Source: an optimization exercise on an open RTL-to-GDS flow (aim: small area, a short achievable clock period and few clock cycles). Production flows keep margins and buffers that such runs may drop.
Function was checked by simulation only, so behaviour that the tests miss may differ from the original.

Setup of v1:
// press_aes
module press_aes (
    input  wire         clk,
    input  wire         rst,         
    input  wire         key_valid,
    output wire         key_ready,
    input  wire [1:0]   key_len,     
    input  wire [255:0] key,
    input  wire         in_valid,
    output wire         in_ready,
    input  wire         in_dec,      
    input  wire [127:0] in_data,
    output wire         out_valid,
    input  wire         out_ready,
    output wire [127:0] out_data
);
Size in the first run: roughly 11000 cells after synthesis, roughly 1600 flip-flops, roughly 520 I/O pins, about 110000 um2 of cells after synthesis.
clock: 12.0 ns
lec_check: 0
abc_clock_period_in_ps: 3500
cap_margin: 20
core_margin: 2
core_utilization: 45
cts_cluster_diameter: 150
cts_cluster_size: 16
gpl_routability_driven: 0
place_density: 0.6
setup_slack_margin: 5
slew_margin: 20
standard.sh (not shown) runs the stock make flow with config.mk's settings and CLKGATE_MAP_FILE= SYNTH_SCRIPT=/design/flow/synth_recipe.tcl, a recipe that flattens the netlist after the stock synthesis.
==> flow/flow/run.sh <==
#!/bin/bash
set -euo pipefail
W=$PWD
export OWN_ABC_SCRIPT=$W/flow/abc_map.script
{
  cat <<'TCL'
# ORFS's synthesis calls abc with its own -script; use ours instead.
proc abc {args} {
  set i [lsearch -exact $args -script]
  if {$i >= 0} { lset args [expr {$i + 1}] $::env(OWN_ABC_SCRIPT) }
  puts "abc with own script: $args"
  yosys abc {*}$args
}
TCL
  cat synth_recipe.tcl
} > own_synth.tcl
bash standard.sh SYNTH_SCRIPT=$W/own_synth.tcl SETUP_SLACK_MARGIN=8 \
  "BUFFER_PORTS_ARGS=-buffer_cell sky130_fd_sc_hd__buf_1" finish > flow.log 2>&1
==> flow/flow/abc_map.script <==
&get -n
&st
&syn2
&dch
&if -g -K 6
&synch2
&nf -R 1000
&st
&syn2
&dch
&if -g -K 6
&synch2
&nf -R 1000
&put
Testbench counts of v1, summed over its fixed seeds: cycles 29,355.
Modified inputs, v4 compared to v1
Settings: GPL_ROUTABILITY_DRIVEN no longer set, was 0.
==> flow/flow/abc_map.script <==
&get -n
&st
&syn2
&dch
&if -g -K 6
&synch2
&nf -R 1000
&st
&syn2
&dch
&if -g -K 6
&synch2
&nf -R 1000
&st
&syn2
&dch
&if -g -K 6
&synch2
&nf -R 1000
&put
Via count of v1 is on par with v4. From v1 to v4 the numbers moved as follows: area after synthesis went up by 0.35%, sequential share of layout area shrank by 0.20 points, per-cell routed wire length moved up.
diff inputs: v4 => v33
Settings: swapping 45 for 40 in CORE_UTILIZATION.
==> flow/flow/abc_map.script <==
&get -n
&st
&syn2
&dch
&if -g -K 6
&synch2
&nf -R 1000
&st
&syn2
&dch
&if -g -K 6
&synch2
&nf -R 1000
&put
### Flow results
In the reports for v4 and v33, the larger overall via count from detail_route belongs to v4.
Looking only at clock latency on the worst-skew pair, and setting everything else aside, the higher value of v4 and v33 goes to v4.
The lower worst setup slack came out of v33.
On total of plain and repair buffers excluding clock buffers: between v4 and v33, it ends up lower for v33.
Compared with v4, in v33 post-route met1 wirelength went up.
[compare] base=v4 new=v33: sequential cell area share about even, final area fell 0.34%.
Of v4 and v33, the run reporting the higher total placed cells including tap cells was v33.
Input changes introduced in v39 (baseline for comparison: v33):
Settings: swapping 40 for 45 in CORE_UTILIZATION.
==> flow/flow/abc_map.script <==
&get -n
&st
&dch
&if -g -K 6
&synch2
&nf -R 1000
&st
&dch
&if -g -K 6
&synch2
&nf -R 1000
&put
[summary]
The final layouts of v33 and v39 pass the timing, design-rule and antenna checks.
v39 vs v33: wire length on met3 down by a few percent
Number of fill cells down 16% in v39 wrt v33
Die area delta (v39 − v33): favourable
The following lists how v44 was set up differently from v39:
Settings: PLACE_DENSITY changed from 0.6 to 0.65.
==> flow/flow/abc_map.script <==
&get -n
&st
&syn2
&dch
&if -g -K 6
&synch2
&nf -R 1000
&st
&syn2
&dch
&if -g -K 6
&synch2
&nf -R 1000
&put
### Flow results
Multi-input combinational cell count for v44 is higher than for v39.
v44: full flow OK, the timing, design-rule and antenna checks passed
Per the comparison of v44 with v39, final worst hold slack fell by 0.0079 ns, proportion of cell area occupied by multi-input gates held.

## port drivers added, routing unchanged
The results above use ideal ports. As a check the final layouts listed here were re-extracted and re-timed, cells and wires unchanged. Step 1 (the two cells are an assumption about what drives the block):
set clk [get_ports {clk}]
set_driving_cell -lib_cell sky130_fd_sc_hd__clkbuf_16 $clk
set_driving_cell -lib_cell sky130_fd_sc_hd__buf_2 [delete_from_list [all_inputs] $clk]
Step 2, shift: input delay + t, output delay - t, t = (earliest + latest rising clock arrival at the registers) / 2. This alone moves slack from input paths to output paths. Three values: ideal, step 1, step 2; two values: the first two.
run	t, ns	setup WS [ns]	worst hold slack (ns)	latest minus earliest clock arrival (ns)
v1	0.954	7.862 / 7.862 / 7.151	0.426 / 0.426 / 0.426	0.062 / 0.061
v4	0.970	7.862 / 7.862 / 7.110	0.430 / 0.430 / 0.430	0.097 / 0.097
v33	0.929	7.769 / 7.658 / 7.116	0.445 / 0.445 / 0.445	0.086 / 0.086
v39	0.948	7.859 / 7.859 / 7.167	0.438 / 0.438 / 0.438	0.070 / 0.070
v44	0.932	7.904 / 7.900 / 7.116	0.430 / 0.430 / 0.430	0.056 / 0.056
After both steps every run listed still meets setup and hold. For v44, which loses most, drivers alone change the setup slack by -0.004 ns; drivers and shift together by -0.788 ns.
